This is an optimization exercise on Yosys and OpenROAD, whose aim is small area, a short achievable clock period and few clock cycles per item, not a production implementation.
The RTL of this run was laid out without a check of its function.
Power is estimated from default activity; no workload was simulated.

[flow/design.v]
module sha2_krom (
    input  wire [6:0]  t,
    input  wire        is256,
    output reg  [63:0] k
);
    reg [31:0] k256;
    reg [63:0] k512;
    always @(*) begin
        case (t[5:0])
            6'd0: k256 = 32'h428a2f98;
            6'd1: k256 = 32'h71374491;
            6'd2: k256 = 32'hb5c0fbcf;
            6'd3: k256 = 32'he9b5dba5;
            6'd4: k256 = 32'h3956c25b;
            6'd5: k256 = 32'h59f111f1;
            6'd6: k256 = 32'h923f82a4;
            6'd7: k256 = 32'hab1c5ed5;
            6'd8: k256 = 32'hd807aa98;
            6'd9: k256 = 32'h12835b01;
            6'd10: k256 = 32'h243185be;
            6'd11: k256 = 32'h550c7dc3;
            6'd12: k256 = 32'h72be5d74;
            6'd13: k256 = 32'h80deb1fe;
            6'd14: k256 = 32'h9bdc06a7;
            6'd15: k256 = 32'hc19bf174;
            6'd16: k256 = 32'he49b69c1;
            6'd17: k256 = 32'hefbe4786;
            6'd18: k256 = 32'h0fc19dc6;
            6'd19: k256 = 32'h240ca1cc;
            6'd20: k256 = 32'h2de92c6f;
            6'd21: k256 = 32'h4a7484aa;
            6'd22: k256 = 32'h5cb0a9dc;
            6'd23: k256 = 32'h76f988da;
            6'd24: k256 = 32'h983e5152;
            6'd25: k256 = 32'ha831c66d;
            6'd26: k256 = 32'hb00327c8;
            6'd27: k256 = 32'hbf597fc7;
            6'd28: k256 = 32'hc6e00bf3;
            6'd29: k256 = 32'hd5a79147;
            6'd30: k256 = 32'h06ca6351;
            6'd31: k256 = 32'h14292967;
            6'd32: k256 = 32'h27b70a85;
            6'd33: k256 = 32'h2e1b2138;
            6'd34: k256 = 32'h4d2c6dfc;
            6'd35: k256 = 32'h53380d13;
            6'd36: k256 = 32'h650a7354;
            6'd37: k256 = 32'h766a0abb;
            6'd38: k256 = 32'h81c2c92e;
            6'd39: k256 = 32'h92722c85;
            6'd40: k256 = 32'ha2bfe8a1;
            6'd41: k256 = 32'ha81a664b;
            6'd42: k256 = 32'hc24b8b70;
            6'd43: k256 = 32'hc76c51a3;
            6'd44: k256 = 32'hd192e819;
            6'd45: k256 = 32'hd6990624;
            6'd46: k256 = 32'hf40e3585;
            6'd47: k256 = 32'h106aa070;
            6'd48: k256 = 32'h19a4c116;
            6'd49: k256 = 32'h1e376c08;
            6'd50: k256 = 32'h2748774c;
            6'd51: k256 = 32'h34b0bcb5;
            6'd52: k256 = 32'h391c0cb3;
            6'd53: k256 = 32'h4ed8aa4a;
            6'd54: k256 = 32'h5b9cca4f;
            6'd55: k256 = 32'h682e6ff3;
            6'd56: k256 = 32'h748f82ee;
            6'd57: k256 = 32'h78a5636f;
            6'd58: k256 = 32'h84c87814;
            6'd59: k256 = 32'h8cc70208;
            6'd60: k256 = 32'h90befffa;
            6'd61: k256 = 32'ha4506ceb;
            6'd62: k256 = 32'hbef9a3f7;
            6'd63: k256 = 32'hc67178f2;
            default: k256 = 32'h0;
        endcase
    end
    always @(*) begin
        case (t)
            7'd0: k512 = 64'h428a2f98d728ae22;
            7'd1: k512 = 64'h7137449123ef65cd;
            7'd2: k512 = 64'hb5c0fbcfec4d3b2f;
            7'd3: k512 = 64'he9b5dba58189dbbc;
            7'd4: k512 = 64'h3956c25bf348b538;
            7'd5: k512 = 64'h59f111f1b605d019;
            7'd6: k512 = 64'h923f82a4af194f9b;
            7'd7: k512 = 64'hab1c5ed5da6d8118;
            7'd8: k512 = 64'hd807aa98a3030242;
            7'd9: k512 = 64'h12835b0145706fbe;
            7'd10: k512 = 64'h243185be4ee4b28c;
            7'd11: k512 = 64'h550c7dc3d5ffb4e2;
            7'd12: k512 = 64'h72be5d74f27b896f;
            7'd13: k512 = 64'h80deb1fe3b1696b1;
            7'd14: k512 = 64'h9bdc06a725c71235;
            7'd15: k512 = 64'hc19bf174cf692694;
            7'd16: k512 = 64'he49b69c19ef14ad2;
            7'd17: k512 = 64'hefbe4786384f25e3;
            7'd18: k512 = 64'h0fc19dc68b8cd5b5;
            7'd19: k512 = 64'h240ca1cc77ac9c65;
            7'd20: k512 = 64'h2de92c6f592b0275;
            7'd21: k512 = 64'h4a7484aa6ea6e483;
            7'd22: k512 = 64'h5cb0a9dcbd41fbd4;
            7'd23: k512 = 64'h76f988da831153b5;
            7'd24: k512 = 64'h983e5152ee66dfab;
            7'd25: k512 = 64'ha831c66d2db43210;
            7'd26: k512 = 64'hb00327c898fb213f;
            7'd27: k512 = 64'hbf597fc7beef0ee4;
            7'd28: k512 = 64'hc6e00bf33da88fc2;
            7'd29: k512 = 64'hd5a79147930aa725;
            7'd30: k512 = 64'h06ca6351e003826f;
            7'd31: k512 = 64'h142929670a0e6e70;
            7'd32: k512 = 64'h27b70a8546d22ffc;
            7'd33: k512 = 64'h2e1b21385c26c926;
            7'd34: k512 = 64'h4d2c6dfc5ac42aed;
            7'd35: k512 = 64'h53380d139d95b3df;
            7'd36: k512 = 64'h650a73548baf63de;
            7'd37: k512 = 64'h766a0abb3c77b2a8;
            7'd38: k512 = 64'h81c2c92e47edaee6;
            7'd39: k512 = 64'h92722c851482353b;
            7'd40: k512 = 64'ha2bfe8a14cf10364;
            7'd41: k512 = 64'ha81a664bbc423001;
            7'd42: k512 = 64'hc24b8b70d0f89791;
            7'd43: k512 = 64'hc76c51a30654be30;
            7'd44: k512 = 64'hd192e819d6ef5218;
            7'd45: k512 = 64'hd69906245565a910;
            7'd46: k512 = 64'hf40e35855771202a;
            7'd47: k512 = 64'h106aa07032bbd1b8;
            7'd48: k512 = 64'h19a4c116b8d2d0c8;
            7'd49: k512 = 64'h1e376c085141ab53;
            7'd50: k512 = 64'h2748774cdf8eeb99;
            7'd51: k512 = 64'h34b0bcb5e19b48a8;
            7'd52: k512 = 64'h391c0cb3c5c95a63;
            7'd53: k512 = 64'h4ed8aa4ae3418acb;
            7'd54: k512 = 64'h5b9cca4f7763e373;
            7'd55: k512 = 64'h682e6ff3d6b2b8a3;
            7'd56: k512 = 64'h748f82ee5defb2fc;
            7'd57: k512 = 64'h78a5636f43172f60;
            7'd58: k512 = 64'h84c87814a1f0ab72;
            7'd59: k512 = 64'h8cc702081a6439ec;
            7'd60: k512 = 64'h90befffa23631e28;
            7'd61: k512 = 64'ha4506cebde82bde9;
            7'd62: k512 = 64'hbef9a3f7b2c67915;
            7'd63: k512 = 64'hc67178f2e372532b;
            7'd64: k512 = 64'hca273eceea26619c;
            7'd65: k512 = 64'hd186b8c721c0c207;
            7'd66: k512 = 64'heada7dd6cde0eb1e;
            7'd67: k512 = 64'hf57d4f7fee6ed178;
            7'd68: k512 = 64'h06f067aa72176fba;
            7'd69: k512 = 64'h0a637dc5a2c898a6;
            7'd70: k512 = 64'h113f9804bef90dae;
            7'd71: k512 = 64'h1b710b35131c471b;
            7'd72: k512 = 64'h28db77f523047d84;
            7'd73: k512 = 64'h32caab7b40c72493;
            7'd74: k512 = 64'h3c9ebe0a15c9bebc;
            7'd75: k512 = 64'h431d67c49c100d4c;
            7'd76: k512 = 64'h4cc5d4becb3e42b6;
            7'd77: k512 = 64'h597f299cfc657e2a;
            7'd78: k512 = 64'h5fcb6fab3ad6faec;
            7'd79: k512 = 64'h6c44198c4a475817;
            default: k512 = 64'h0;
        endcase
    end
    always @(*) begin
        if (is256) k = {32'h0, k256};
        else       k = k512;
    end
endmodule
module sha2_core (
    input  wire         clk,
    input  wire         rst,         
    input  wire         in_valid,
    output wire         in_ready,
    input  wire [63:0]  in_data,
    input  wire         in_first,    
    input  wire [1:0]   in_mode,     
    output reg          out_valid,
    output wire [511:0] digest
);
    localparam [1:0] MODE_256 = 2'd0;
    localparam [1:0] MODE_384 = 2'd1;
    localparam [1:0] ST_LOAD  = 2'd0;
    localparam [1:0] ST_ROUND = 2'd1;
    localparam [1:0] ST_FINAL = 2'd2;
    reg  [1:0]  state;
    reg  [3:0]  beat;
    reg  [6:0]  t;
    reg         is256;
    reg  [63:0] H [0:7];
    reg  [63:0] w [0:15];
    reg  [63:0] a, b, c, d, e, f, g, h;
    assign in_ready = (state == ST_LOAD);
    assign digest = {H[0], H[1], H[2], H[3], H[4], H[5], H[6], H[7]};
    wire        cur256    = (beat == 4'd0) ? (in_mode == MODE_256) : is256;
    wire        last_beat = cur256 ? (beat == 4'd7) : (beat == 4'd15);
    wire [6:0]  last_t    = is256 ? 7'd63 : 7'd79;
    wire [63:0] mask      = is256 ? 64'h0000_0000_ffff_ffff : 64'hffff_ffff_ffff_ffff;
    reg [63:0] iv [0:7];
    always @(*) begin
        if (in_mode == MODE_256) begin
            iv[0] = 64'h0000_0000_6a09_e667;
            iv[1] = 64'h0000_0000_bb67_ae85;
            iv[2] = 64'h0000_0000_3c6e_f372;
            iv[3] = 64'h0000_0000_a54f_f53a;
            iv[4] = 64'h0000_0000_510e_527f;
            iv[5] = 64'h0000_0000_9b05_688c;
            iv[6] = 64'h0000_0000_1f83_d9ab;
            iv[7] = 64'h0000_0000_5be0_cd19;
        end else if (in_mode == MODE_384) begin
            iv[0] = 64'hcbbb_9d5d_c105_9ed8;
            iv[1] = 64'h629a_292a_367c_d507;
            iv[2] = 64'h9159_015a_3070_dd17;
            iv[3] = 64'h152f_ecd8_f70e_5939;
            iv[4] = 64'h6733_2667_ffc0_0b31;
            iv[5] = 64'h8eb4_4a87_6858_1511;
            iv[6] = 64'hdb0c_2e0d_64f9_8fa7;
            iv[7] = 64'h47b5_481d_befa_4fa4;
        end else begin
            iv[0] = 64'h6a09_e667_f3bc_c908;
            iv[1] = 64'hbb67_ae85_84ca_a73b;
            iv[2] = 64'h3c6e_f372_fe94_f82b;
            iv[3] = 64'ha54f_f53a_5f1d_36f1;
            iv[4] = 64'h510e_527f_ade6_82d1;
            iv[5] = 64'h9b05_688c_2b3e_6c1f;
            iv[6] = 64'h1f83_d9ab_fb41_bd6b;
            iv[7] = 64'h5be0_cd19_137e_2179;
        end
    end
    wire [63:0] k_t;
    sha2_krom u_krom (.t(t), .is256(is256), .k(k_t));
    wire [31:0] a32 = a[31:0];
    wire [31:0] e32 = e[31:0];
    wire [63:0] bsig0_256 = {32'h0, {a32[1:0],  a32[31:2]}  ^ {a32[12:0], a32[31:13]} ^ {a32[21:0], a32[31:22]}};
    wire [63:0] bsig1_256 = {32'h0, {e32[5:0],  e32[31:6]}  ^ {e32[10:0], e32[31:11]} ^ {e32[24:0], e32[31:25]}};
    wire [63:0] bsig0_512 = {a[27:0], a[63:28]} ^ {a[33:0], a[63:34]} ^ {a[38:0], a[63:39]};
    wire [63:0] bsig1_512 = {e[13:0], e[63:14]} ^ {e[17:0], e[63:18]} ^ {e[40:0], e[63:41]};
    wire [63:0] bsig0 = is256 ? bsig0_256 : bsig0_512;
    wire [63:0] bsig1 = is256 ? bsig1_256 : bsig1_512;
    wire [63:0] ch  = (e & f) ^ (~e & g);
    wire [63:0] maj = (a & b) ^ (a & c) ^ (b & c);
    wire [63:0] t1 = h + bsig1 + ch + k_t + w[0];
    wire [63:0] t2 = bsig0 + maj;
    wire [31:0] w1_32  = w[1][31:0];
    wire [31:0] w14_32 = w[14][31:0];
    wire [63:0] ssig0_256 = {32'h0, {w1_32[6:0],   w1_32[31:7]}   ^ {w1_32[17:0],  w1_32[31:18]}  ^ (w1_32 >> 3)};
    wire [63:0] ssig1_256 = {32'h0, {w14_32[16:0], w14_32[31:17]} ^ {w14_32[18:0], w14_32[31:19]} ^ (w14_32 >> 10)};
    wire [63:0] ssig0_512 = {w[1][0:0],   w[1][63:1]}   ^ {w[1][7:0],   w[1][63:8]}   ^ (w[1] >> 7);
    wire [63:0] ssig1_512 = {w[14][18:0], w[14][63:19]} ^ {w[14][60:0], w[14][63:61]} ^ (w[14] >> 6);
    wire [63:0] ssig0 = is256 ? ssig0_256 : ssig0_512;
    wire [63:0] ssig1 = is256 ? ssig1_256 : ssig1_512;
    wire [63:0] w_next = ssig1 + w[9] + ssig0 + w[0];
    integer i;
    always @(posedge clk) begin
        out_valid <= 1'b0;
        if (rst) begin
            state <= ST_LOAD;
            beat  <= 4'd0;
            t     <= 7'd0;
        end else begin
            case (state)
                ST_LOAD: begin
                    if (in_valid) begin
                        if (beat == 4'd0) begin
                            is256 <= (in_mode == MODE_256);
                            if (in_first) begin
                                for (i = 0; i < 8; i = i + 1)
                                    H[i] <= iv[i];
                            end
                        end
                        if (cur256) begin
                            for (i = 0; i < 14; i = i + 1)
                                w[i] <= w[i+2];
                            w[14] <= {32'h0, in_data[63:32]};
                            w[15] <= {32'h0, in_data[31:0]};
                        end else begin
                            for (i = 0; i < 15; i = i + 1)
                                w[i] <= w[i+1];
                            w[15] <= in_data;
                        end
                        if (last_beat) begin
                            beat  <= 4'd0;
                            t     <= 7'd0;
                            state <= ST_ROUND;
                            a <= H[0];
                            b <= H[1];
                            c <= H[2];
                            d <= H[3];
                            e <= H[4];
                            f <= H[5];
                            g <= H[6];
                            h <= H[7];
                        end else begin
                            beat <= beat + 4'd1;
                        end
                    end
                end
                ST_ROUND: begin
                    h <= g;
                    g <= f;
                    f <= e;
                    e <= (d + t1) & mask;
                    d <= c;
                    c <= b;
                    b <= a;
                    a <= (t1 + t2) & mask;
                    for (i = 0; i < 15; i = i + 1)
                        w[i] <= w[i+1];
                    w[15] <= w_next & mask;
                    t <= t + 7'd1;
                    if (t == last_t)
                        state <= ST_FINAL;
                end
                ST_FINAL: begin
                    H[0] <= (H[0] + a) & mask;
                    H[1] <= (H[1] + b) & mask;
                    H[2] <= (H[2] + c) & mask;
                    H[3] <= (H[3] + d) & mask;
                    H[4] <= (H[4] + e) & mask;
                    H[5] <= (H[5] + f) & mask;
                    H[6] <= (H[6] + g) & mask;
                    H[7] <= (H[7] + h) & mask;
                    out_valid <= 1'b1;
                    state     <= ST_LOAD;
                end
                default: state <= ST_LOAD;
            endcase
        end
    end
endmodule
[flow/run.sh]
#!/bin/bash
# synth_recipe.tcl (not shown) runs the flow's synth.tcl, then flattens the netlist and writes it again
# the make line also repeats each setting of config.mk as NAME=value (left out here)
make -C /OpenROAD-flow-scripts/flow DESIGN_CONFIG=/design/flow/config.mk WORK_HOME=/design/flow/orfs CLKGATE_MAP_FILE= SYNTH_SCRIPT=/design/flow/synth_recipe.tcl finish
[flow/config.mk]
export PLATFORM = sky130hd
export DESIGN_NAME = sha2_core
export DESIGN_NICKNAME = sha2_core
export VERILOG_FILES = /design/flow/design.v
export SDC_FILE = /design/flow/constraint.sdc
export NUM_CORES = 4
export LEC_CHECK = 0
export CAP_MARGIN = 20
export CORE_MARGIN = 2
export CORE_UTILIZATION = 30
export PLACE_DENSITY = 0.45
export SLEW_MARGIN = 20
export SYNTH_MEMORY_MAX_BITS = 16384
[flow/constraint.sdc]
create_clock -name core_clock -period 12.0 [get_ports {clk}]
set_input_delay 2.4000 -clock core_clock [delete_from_list [all_inputs] [get_ports {clk}]]
set_output_delay 2.4000 -clock core_clock [all_outputs]
set_load 0.01 [all_outputs]
==> impl_metrics.yaml <==
outcome:
  status: "timing/DRC/antenna clean"
yosys:
  synthDistinctLibCells: 109
  ys.flop_type: "edfxtp_1"
  ys_ff_latch: 2159
  async_flop_share: 0
  syn_area_um2: 153000
  synth_top_area_share: 0.402
  synth_edf_count: 2049
  synth_fp_nets: 16418
  syn_inst: 15179
  yosysTopAreaCell: "edfxtp_1"
  synth_seq_area_share: 0.417
  yosys-top-cells-area: "edfxtp_1 40%, mux2_2 7.4%, ha_1 6.4%"
  yosys_warnings: 5
  syn_area_per_cell_um2: 10.1
worst_setup_path:
  cpMostUsedCell: "fa_1"
  crit_slowest_cell: "edfxtp_1"
  crit_arrival_ns: 11.12
  cp.buffers_inverters: 4
  required_ns: 12.67
  max_stage_delay_ns: 0.66
  crit_type: "flop to flop"
  regToRegSetupSlack_ns: 1.55
  cp_max_fo: 9
  worstSetupStartpointType: "flop"
  crit_path_end_kind: "flop"
  crit_family: "compound AO/OA/AOI/OAI gates"
clock_network:
  cts_buffer_depth: 4
  numCtsBuffers: 285
  clock-root-buffer: "clkbuf_16"
  cts_tree: "built"
  ctsResizeCount: 0
  htree_levels: 5
  clkTransAtPathRegs_ns: 0.06
  hold_buffers: 0
  postCtsSetupBuffers: 0
  insertion_delay_ns: 1.02
  cts.sinks: 2159
run:
  drv_cap: 0
floorplanning:
  die_w_um: 718
  initial_core_util: 0.301
  die-area_um2: 515000
  row_count: 262
  coreArea_um2: 508000
  die_height_um: 718
  num_io_pins: 584
timing:
  timing.final.hold_violations: 0
  finalCritPeriodShare: 0.871
  setup_slack_ns: 1.55
  setup_tns_ns: 0
  drv_slew: 0
  min_period_ns: 10.45
  setup_viol: 0
  worst_slew_pin_slew_ns: 1.29
  fmax_mhz: 95.7
  rsz0062_at_grt: "false"
  relSlewSlack: 0.135
  finClkSkew_ns: 0.112
drt:
  post_drt_via_cell_ratio: 5.52
  drtPass1Iterations: 6
  routed-via-count: 123268
  ant_nets: 0
  first_iter_violations: 14185
  drc: 0
  routed_wirelength_um: 735000
  drt-wirelength-per-cell_um: 32.9
placement:
  portBuffers: 583
  dp_slack_ns: 1.88
  dpl.hpwl_um: 576000
  gp_congestion: 1.02
final_layout:
  largest_reg_flops: 1024
  finalNetCount: 16609
  regMostFlops: "w"
  area_growth_syn_to_layout_pct: 14.6
  final_util: 0.345
  drive_gt1_frac: 0.116
  reg.largest.list: "w: 1024 flops, H: 512 flops"
global_routing:
  grt_pass1_wl_um: 1000000
  grt_pass1_vias: 119120
  grt_overflow: 0
  grt_max_degree: 183
  grt.total_usage: 0.274
  antenna_found_initial: 51
power:
  power_leakage_nw: 66.7
  finalPower_mw: 26.7
  irDropWorstVdd_v: 0.000123
  power.density_nw_per_um2: 152
min_path:
  hold_class: "flop to flop"
==> path summary, 6_finish.rpt <==
kind           start  cells past startpoint  endpoint
max            e[18]                     37     a[63]
min          beat[1]                      2   beat[1]
max reg2reg    e[18]                     37     a[63]
min reg2reg  beat[1]                      2   beat[1]
==> through the flow <==
stage	cells	instance area [um2]	hold slack (ns)
2_1_floorplan	15179	153000	0.463
3_3_place_gp	21814	166000	0.487
3_5_place_dp	21815	166000	0.486
4_1_cts	22327	175000	0.494
5_1_grt	22331	175000	0.513
6_report	22350	175000	0.498
==> cell usage after synthesis, drive strengths merged (30+ instances only) <==
| cell type | number |
|---|---|
| maj3 | 30 |
| a211oi | 128 |
| and3 | 86 |
| nor3 | 113 |
| edfxtp | 2049 |
| nand4 | 135 |
| nand3 | 198 |
| fa | 391 |
| dfxtp | 110 |
| or3 | 34 |
| nor2 | 697 |
| o21a | 79 |
| o21bai | 134 |
| a21oi | 991 |
| xor2 | 564 |
| nand2 | 2147 |
| o31ai | 83 |
| a221oi | 40 |
| ha | 778 |
| a21o | 545 |
| inv | 681 |
| o22ai | 40 |
| a31oi | 136 |
| clkbuf | 790 |
| xnor2 | 840 |
| o21ai | 1197 |
| mux2 | 1010 |
| buf | 132 |
| nand2b | 205 |
| and2 | 68 |
| o211ai | 65 |
| nor2b | 145 |
==> metal layers <==
| metal | vias to the layer above | global-route usage | wire [um] |
|---|---|---|---|
| li1 | 54930 | - | - |
| met1 | 62666 | 0.368 | 316000 |
| met2 | 4669 | 0.433 | 331000 |
| met3 | 989 | 0.0480 | 50200 |
| met4 | 14 | 0.119 | 37200 |
| met5 | - | 0 | 90 |
==> placed cells by master (no fill, tap or decap), types with 198 or more instances in the layout <==
cell type	n
nor2_1	677
ha_1	773
edfxtp_1	2049
mux2_2	1010
clkdlybuf4s50_1	583
a21o_1	545
clkbuf_16	292
buf_4	214
nand2b_1	203
inv_1	675
xnor2_1	840
xor2_1	564
fa_1	391
o21ai_0	1124
nand2_1	2134
nand3_1	198
a21oi_1	987
==> power breakdown <==
| group | total [mW] | switching [mW] | internal, mW | leakage [nW] |
|---|---|---|---|---|
| Sequential | 8.95 | 0.330 | 8.62 | 19.4 |
| Clock | 8.67 | 3.73 | 4.94 | 4.46 |
| Combinational | 9.05 | 5.62 | 3.43 | 42.8 |
==> worst min-delay path, stage by stage, from the launching register on <==
cell and delay (ns):
dfxtp_1 0.33, nand2_1 0.06, a21oi_1 0.05
==> cell type report <==
type	count	area [um2]
fill	52045	333000
multi-input combinational	11417	83200
sequential	2159	63700
tap	6732	8420
timing repair buffer	826	8010
clock buffer	364	7710
inverter	681	2560
clock inverter	148	1450
antenna	23	57.6
==> logic make-up after synthesis <==
logic type,synth area share
muxes,0.0758
buffers and inverters,0.0404
AOI/OAI and AO/OA,0.156
xor gates and xnor gates,0.0804
DFF,0.417
adders and majority gates,0.117
and+or+nand+nor,0.114

==> what the ideal ports hide <==
Ports are ideal in the flow. The routed layout listed here was re-timed in OpenROAD. Step 1 assumes that a clkbuf_16 drives the clock port and a buf_2 every other input. Step 2 adds t to the input delays and takes it off the output delays; t is the mean of the earliest and latest rising clock arrival at the registers after step 1. Input paths then give back, and output paths get back, about the clock's delay inside the block. Slacks: ideal ports / drivers / drivers and shift; pairs: ideal ports / drivers.
t (ns): 1.079
setup slack, ns: 1.546 / 1.546 / 1.546
worst register clock-pin slew, ns: 0.07 / 0.07
pins driven straight from the clock port: 1
After both steps this run still meets setup and hold. The setup slack of this run moves by 0.000 ns with the drivers and by 0.000 ns with both steps.
